What follows belongs to an exercise in optimizing a design on an open flow for small area, a short achievable clock period and few clock cycles per item; a production flow would make more cautious choices.
Only simulation tests tie the RTL to the original design; equivalence was not proved.
No activity file was given, so power comes from the tool's default toggle rates.

File: flow/run.sh
#!/bin/bash
# synth_recipe.tcl (not shown) runs the flow's synth.tcl, then flattens the netlist and writes it again
# the make line also repeats each setting of config.mk as NAME=value (left out here)
make -C /OpenROAD-flow-scripts/flow DESIGN_CONFIG=/design/flow/config.mk WORK_HOME=/design/flow/orfs CLKGATE_MAP_FILE= SYNTH_SCRIPT=/design/flow/synth_recipe.tcl finish
File: flow/config.mk
export PLATFORM = sky130hd
export DESIGN_NAME = rts_benes_solver
export DESIGN_NICKNAME = rts_benes_solver
export VERILOG_FILES = /design/flow/design.v
export SDC_FILE = /design/flow/constraint.sdc
export NUM_CORES = 4
export LEC_CHECK = 0
export CAP_MARGIN = 20
export CORE_MARGIN = 2
export CORE_UTILIZATION = 40
export PLACE_DENSITY = 0.6
export SLEW_MARGIN = 20
File: flow/constraint.sdc
create_clock -name core_clock -period 10.0 [get_ports {clk}]
set_input_delay 2.0000 -clock core_clock [delete_from_list [all_inputs] [get_ports {clk}]]
set_output_delay 2.0000 -clock core_clock [all_outputs]
set_load 0.01 [all_outputs]
File: flow/design.v
module rts_benes_solver #(
    parameter LOGN = 5,
    parameter N    = 1 << LOGN
) (
    input  wire                         clk,
    input  wire                         rst,
    input  wire                         start,
    input  wire [N-1:0]                 chart_valid,
    input  wire [N*LOGN-1:0]            chart_east,
    output wire                         ready,
    output reg                          done,
    output reg  [2*(2*LOGN-1)*(N/2)-1:0] states
);
    localparam STAGES = 2*LOGN - 1;
    localparam HALF   = N / 2;
    localparam CELLS  = STAGES * HALF;
    localparam [2:0] S_IDLE   = 3'd0,
                     S_MARK   = 3'd1,
                     S_FILL   = 3'd2,
                     S_SCAN   = 3'd3,
                     S_WALK   = 3'd4,
                     S_REMAP  = 3'd5,
                     S_COPY   = 3'd6,
                     S_FINISH = 3'd7;
    reg [2:0]          state;
    reg [N*LOGN-1:0]   p, q, np, nq;
    reg [N-1:0]        used;         
    reg [N-1:0]        sub;          
    reg [N-1:0]        asg;          
    reg [CELLS-1:0]    bc;           
    reg [LOGN:0]       wp, ep;       
    reg [LOGN-1:0]     cur;          
    reg [LOGN-1:0]     d;            
    assign ready = (state == S_IDLE);
    function [LOGN-1:0] row_of;      
        input [LOGN-1:0] x;
        input [LOGN-1:0] dd;
        reg   [LOGN-1:0] lowmask;
        begin
            lowmask = ({{(LOGN-1){1'b0}}, 1'b1} << dd) - 1'b1;
            row_of  = (x & lowmask) | ((x >> (dd + 1'b1)) << dd);
        end
    endfunction
    wire [LOGN-1:0] dbit   = {{(LOGN-1){1'b0}}, 1'b1} << d;
    wire [LOGN-1:0] s_in   = LOGN - 1 - d;
    wire [LOGN-1:0] s_out  = LOGN - 1 + d;
    wire [LOGN-1:0] partner   = cur ^ dbit;
    wire [LOGN-1:0] p_partner = p[partner*LOGN +: LOGN];
    wire [LOGN-1:0] walk_next = q[(p_partner ^ dbit)*LOGN +: LOGN];
    wire [LOGN-1:0] rx   = wp[LOGN-1:0];
    wire [LOGN-1:0] ry   = p[rx*LOGN +: LOGN];
    wire            ru   = sub[rx];
    wire [LOGN-1:0] rxs  = (rx & ~dbit) | (ru ? dbit : {LOGN{1'b0}});
    wire [LOGN-1:0] rys  = (ry & ~dbit) | (ru ? dbit : {LOGN{1'b0}});
    wire            wv   = chart_valid[wp[LOGN-1:0]];
    wire [LOGN-1:0] we   = chart_east[wp[LOGN-1:0]*LOGN +: LOGN];
    reg [CELLS-1:0] bc_final;
    integer m;
    always @* begin
        bc_final = bc;
        for (m = 0; m < HALF; m = m + 1)
            bc_final[(LOGN-1)*HALF + m] = (p[(2*m)*LOGN +: LOGN] != 2*m);
    end
    reg [N-1:0]     lit;
    reg [CELLS-1:0] carries;
    integer s, r, dim, l0, l1;
    reg c0, c1;
    always @* begin
        lit     = chart_valid;
        carries = {CELLS{1'b0}};
        for (s = 0; s < STAGES; s = s + 1) begin
            dim = (s <= LOGN - 1) ? (LOGN - 1 - s) : (s - LOGN + 1);
            for (r = 0; r < HALF; r = r + 1) begin
                l0 = (r % (1 << dim)) + ((r >> dim) << (dim + 1));
                l1 = l0 + (1 << dim);
                c0 = lit[l0];
                c1 = lit[l1];
                carries[s*HALF + r] = c0 | c1;
                if (bc_final[s*HALF + r]) begin
                    lit[l0] = c1;
                    lit[l1] = c0;
                end
            end
        end
    end
    always @(posedge clk) begin
        if (rst) begin
            state <= S_IDLE;
            done  <= 1'b0;
        end else begin
            done <= 1'b0;
            case (state)
            S_IDLE: begin
                if (start) begin
                    used  <= {N{1'b0}};
                    wp    <= 0;
                    state <= S_MARK;
                end
            end
            S_MARK: begin
                if (wv) begin
                    p[wp[LOGN-1:0]*LOGN +: LOGN] <= we;
                    q[we*LOGN +: LOGN]           <= wp[LOGN-1:0];
                    used[we]                     <= 1'b1;
                end
                if (wp == N - 1) begin
                    wp    <= 0;
                    ep    <= 0;
                    state <= S_FILL;
                end else begin
                    wp <= wp + 1'b1;
                end
            end
            S_FILL: begin
                if (wp == N) begin
                    d     <= LOGN - 1;
                    wp    <= 0;
                    asg   <= {N{1'b0}};
                    state <= S_SCAN;
                end else if (wv) begin
                    wp <= wp + 1'b1;
                end else if (used[ep[LOGN-1:0]]) begin
                    ep <= ep + 1'b1;
                end else begin
                    p[wp[LOGN-1:0]*LOGN +: LOGN] <= ep[LOGN-1:0];
                    q[ep[LOGN-1:0]*LOGN +: LOGN] <= wp[LOGN-1:0];
                    wp <= wp + 1'b1;
                    ep <= ep + 1'b1;
                end
            end
            S_SCAN: begin
                if (wp == N) begin
                    wp    <= 0;
                    state <= S_REMAP;
                end else if ((wp[LOGN-1:0] & dbit) != 0 || asg[wp[LOGN-1:0]]) begin
                    wp <= wp + 1'b1;
                end else begin
                    cur   <= wp[LOGN-1:0];
                    state <= S_WALK;
                end
            end
            S_WALK: begin
                sub[cur]     <= 1'b0;
                sub[partner] <= 1'b1;
                asg[cur]     <= 1'b1;
                asg[partner] <= 1'b1;
                if (asg[walk_next] || walk_next == cur) begin
                    wp    <= wp + 1'b1;
                    state <= S_SCAN;
                end else begin
                    cur <= walk_next;
                end
            end
            S_REMAP: begin
                np[rxs*LOGN +: LOGN] <= rys;
                nq[rys*LOGN +: LOGN] <= rxs;
                if ((rx & dbit) == 0)
                    bc[s_in*HALF + row_of(rx, d)] <= ru;
                if ((ry & dbit) == 0)
                    bc[s_out*HALF + row_of(ry, d)] <= ru;
                if (wp == N - 1)
                    state <= S_COPY;
                else
                    wp <= wp + 1'b1;
            end
            S_COPY: begin
                p   <= np;
                q   <= nq;
                wp  <= 0;
                asg <= {N{1'b0}};
                if (d == 1) begin
                    d     <= 0;
                    state <= S_FINISH;
                end else begin
                    d     <= d - 1'b1;
                    state <= S_SCAN;
                end
            end
            S_FINISH: begin
                bc    <= bc_final;
                state <= S_IDLE;
                done  <= 1'b1;
            end
            default: state <= S_IDLE;
            endcase
        end
    end
    integer k;
    always @(posedge clk) begin
        if (!rst && state == S_FINISH) begin
            for (k = 0; k < CELLS; k = k + 1)
                states[2*k +: 2] <= {~carries[k], bc_final[k]};
        end
    end
endmodule
==> notes.md <==
-- cell families (layout without fill, tap and decap cells) --
logic type / after synthesis / after routing / synth area share
xor+xnor: 67 / 67 / 0.00869
compound gates: 1726 / 1726 / 0.168
simple gates: 2296 / 2296 / 0.144
flops: 1177 / 1177 / 0.516
buf+inv: 538 / 977 / 0.0312
mux: 622 / 622 / 0.121
other cells: 0 / 16 / 0
fa+ha+maj: 59 / 59 / 0.0108
-- placed cells by master (no fill, tap or decap), types with 16 or more instances in the layout --
cell type	instances
a2111oi_0	30
a211oi_1	159
a21o_1	21
a21oi_1	456
a221o_1	16
a221oi_1	121
a22o_1	106
a22oi_1	26
a31oi_1	40
a32oi_1	110
and2_1	33
and3_1	57
buf_4	118
clkbuf_1	29
clkbuf_16	143
clkdlybuf4s50_1	484
clkinv_1	34
clkinv_2	22
diode_2	16
edfxtp_1	1173
ha_1	59
inv_1	104
mux2_2	267
mux2i_1	219
mux4_2	135
nand2_1	686
nand2b_1	26
nand3_1	186
nand4_1	40
nor2_1	1031
nor2b_1	27
nor3_1	61
nor4_1	24
o21ai_0	351
o221ai_1	54
o22a_1	33
o22ai_1	79
or2_2	19
xnor2_1	50
-- worst max-delay path by stage --
stage | from | to | slack, ps
final | d[1] | cur[3] | 1280
after global routing | d[1] | cur[0] | 770
after CTS | d[1] | cur[2] | 1450
after detailed placement | d[1] | cur[0] | 1430
after global placement | d[1] | cur[1] | 1370
after floorplan | chart_valid[11] | p[0] | -3560
-- worst reg2reg max path: stages, from the launching register on --
cell and delay (ps):
edfxtp_1 650, or3_1 630, o21ai_1 650, nand2_1 110, buf_4 270, inv_2 420
a2111oi_0 140, o41ai_1 670, o211a_2 530, nand3_1 610, a21oi_1 900, a311oi_1 200
nand4_1 310, and4_1 900, mux2i_1 300, a221oi_1 120, a22oi_1 270, nand4_2 220
a21oi_1 460
-- registers in the layout, summed over array words and instances (netlist names), 3 cells and up --
signal	cells
asg	32
bc	128
cur	5
d	5
ep	5
np	160
nq	160
p	160
q	160
state	3
states	288
sub	32
used	32
wp	6
-- per-layer routing --
metal,GRT usage,wire [microns],part of all wire,vias to the layer above
li1,-,-,-,25500
met1,0.422,113000,0.40,29000
met2,0.486,128000,0.45,3571
met3,0.0646,27000,0.094,696
met4,0.170,17700,0.062,10
met5,0.000834,64,0.00022,-
-- report_power, final --
part | internal, W | leakage, nW | switching [W]
Combinational | 0.00333 | 14.3 | 0.00857
Sequential | 0.00648 | 10.7 | 0.000687
Clock | 0.00283 | 2.14 | 0.00221
Total | 0.0126 | 27.1 | 0.0115
-- synth_stat cells, types with 27 or more instances --
| library cell | number |
|---|---|
| o21ai_0 | 353 |
| nand4_1 | 40 |
| nand3_1 | 188 |
| and2_1 | 33 |
| a21oi_1 | 461 |
| buf_2 | 30 |
| clkbuf_1 | 333 |
| mux2_2 | 267 |
| and3_1 | 58 |
| nor3_1 | 66 |
| a221oi_1 | 121 |
| mux2i_1 | 219 |
| nor4_1 | 30 |
| o221ai_1 | 54 |
| edfxtp_1 | 1173 |
| a31oi_1 | 40 |
| o22ai_1 | 81 |
| a211oi_1 | 159 |
| nand2_1 | 689 |
| nor2b_1 | 27 |
| a32oi_1 | 110 |
| buf_1 | 45 |
| a22o_1 | 106 |
| nor2_1 | 1044 |
| a2111oi_0 | 33 |
| o22a_1 | 33 |
| mux4_2 | 135 |
| inv_1 | 104 |
| ha_1 | 59 |
| xnor2_1 | 51 |
-- per-stage QoR --
step	setup WS, ps	cell area (sq um)	TNS [ps]	total power, W
6_report	1280	80100	0	0.0241
5_1_grt	771	80100	0	0.0249
4_1_cts	1450	80000	0	0.0238
3_5_place_dp	1430	75600	0	0.0188
3_3_place_gp	1370	75600	0	0.0187
2_1_floorplan	-3560	68500	-2149810	0.0141
-- layout make-up --
type | instances | area (sq um) | share of cell area
Sequential cell | 1177 | 35300 | 0.441
Multi-Input combinational cell | 4770 | 31300 | 0.390
Timing Repair Buffer | 609 | 5860 | 0.0731
Clock buffer | 173 | 3700 | 0.0462
Tap cell | 2218 | 2780 | 0.0347
Clock inverter | 78 | 691 | 0.00863
Inverter | 117 | 439 | 0.00549
Antenna cell | 16 | 40.0 | 0.000500
==> notes.md <==
- CP top delay family: compound AO/OA/AOI/OAI gates
- Post-CTS resize count: 0
- Worst r2r dst: cur[3]
- Mapped Cells: 6485
- Synth area leaders: edfxtp_1, nor2_1, mux4_2, mux2_2, nand2_1
- Avg Cell Area, Syn: between 10 and 15 sq um
- WL per Instance: 31.2 microns
- Hold EP: states[260]
- CP max FO: 24
- Post-route antenna net violation count: 0
- Hold Crit Class: flip-flop to flip-flop
- Unique masters post-synth: 100
- Worst EP arrival: a little over 9000 ps
- Reg2reg path depth: 18
- Yosys warns: 1
- Worst-skew pair later-pin latency: slightly above 800 ps
- Post-Layout Cell Count: a little over 9000
- Crit-path cells: or3_1 -> o21ai_1 -> nand2_1 -> buf_4 -> inv_2 -> a2111oi_0 -> o41ai_1 -> o211a_2 -> nand3_1 -> a21oi_1 -> a311oi_1 -> nand4_1 -> and4_1 -> mux2i_1 -> a221oi_1 -> a22oi_1 -> nand4_2 -> a21oi_1
- F_max: between 0.1 and 0.15 GHz
- Hold Slack: 455 ps
- Max Slew Vio Count: 0
- Initial antenna violation count: 19
- Leakage power: about 27 nW
- Largest area contributor in the netlist: edfxtp_1
- Site row count: between 150 and 200
- Reg2Reg Setup Slack: around 1300 ps
- EDFF count, synth: between 1000 and 1500
- Core area: roughly 170000 sq um
- First-pass GRT wire length: 401000 microns
- Hold path depth: 0
- CP max stage cell: and4_1
- Drt first pass iters: 7
- Total number of vias: 58800
- Final hold violation count: 0
- Area grow syn2layout: 17.1%
- RR Startpoint: d[1]
- Post-CTS Setup Inserts: 0
- Placed Cells: a little under 9000
- HPWL after detailed placement: approximately 210000 microns
- Max incr delay on CP: 900 ps
- Nets: between 7000 and 8000
- Mapped cell area: roughly 70000 sq um
- Maximum VDD drop: ~330 uV
- Syn_nets: just under 7000
- Die X: around 420 microns
- Cell depth of the worst setup path: 18
- Via density: roughly 6.4
- CTS Hold Buffers Added: 0
- Die Area: approximately 170000 sq um
- Share of layout cells above drive strength 1: 0.120
- Residual DRC: 0
- Hold Path Origin: bc[130]
- Max Cap Viol: 0
- Top_reg_cell synth: edfxtp_1
- CTS tree: built
- #FFs+latches synth: between 1000 and 1500
- Worst slew pin tran: ~1200 ps
- Share of the synthesized area in the top cell type: 0.515
- Die Y: about 420 microns
- Fin crit period: roughly 8700 ps
- Seq/Total Area, Yosys: 0.516
- WP buf/inv: 2
- Global route overflow: 0
- Crit Path Class: flip-flop to flip-flop
- Unrepaired setup endpoints after global routing: no
- Number of global-route vias before repair: 54400
- Routed wire length: about 290000 microns
- Gpl congestion: approximately 1.0
- FILL cells: about 16000
- Most used cell along the critical path: a21oi_1
- TritonCTS Buffers: 140
- WP data required: between 10000 and 15000 ps
- Crit path capture type: flip-flop
- # clock sinks: between 1000 and 1500
- Fin util: 0.472
- Final worst path period share: 0.872
- Async set or reset register ratio after synthesis: 0
- Iter 0 DRT Violations: between 8000 and 9000
- IO Port Bufs: around 480
- Outcome: no timing/DRC/antenna violations
- Initial Utilization: 0.403
- PwrDens: around 300 nW/um^2
- I/O pins: 485
- Largest net degree at the start of global routing: 200
- Number of H-tree levels: 4
- Slew headroom: 0.187
- Tot GR Track Use: 0.317
- Skew final: roughly 45 ps
- Root buffer cell: clkbuf_16
- # setup viols final: 0
- Worst-path clk slew: roughly 60 ps
- Clk buf depth: 3
- Startpoint Class: flip-flop
Testbench counts, summed over its fixed seeds: cycles 154,475, solves 384.

## re-timing with driven ports
The flow's constraints put no driver on any port. The routed layout listed below was extracted and timed again, unchanged, in two steps.
Step 1: set_driving_cell puts a clkbuf_16 on clk and a buf_2 on each other input, an assumption about the parent block.
Step 2 times the ports against the registers' clock, not the clock port: input delays grow and output delays shrink by t, the midpoint of the rising clock arrivals with the driver on.
Slacks: ideal ports / drivers / drivers and shift; pairs: ideal ports / drivers.
t, ns: 0.895
setup WS [ns]: 1.284 / 1.284 / 1.284
worst data-port slew with drivers (ns): 0.22
pins driven straight from the clock port: 1
After both steps this run still meets setup and hold. The setup slack of this run moves by 0.000 ns with the drivers and by 0.000 ns with both steps.
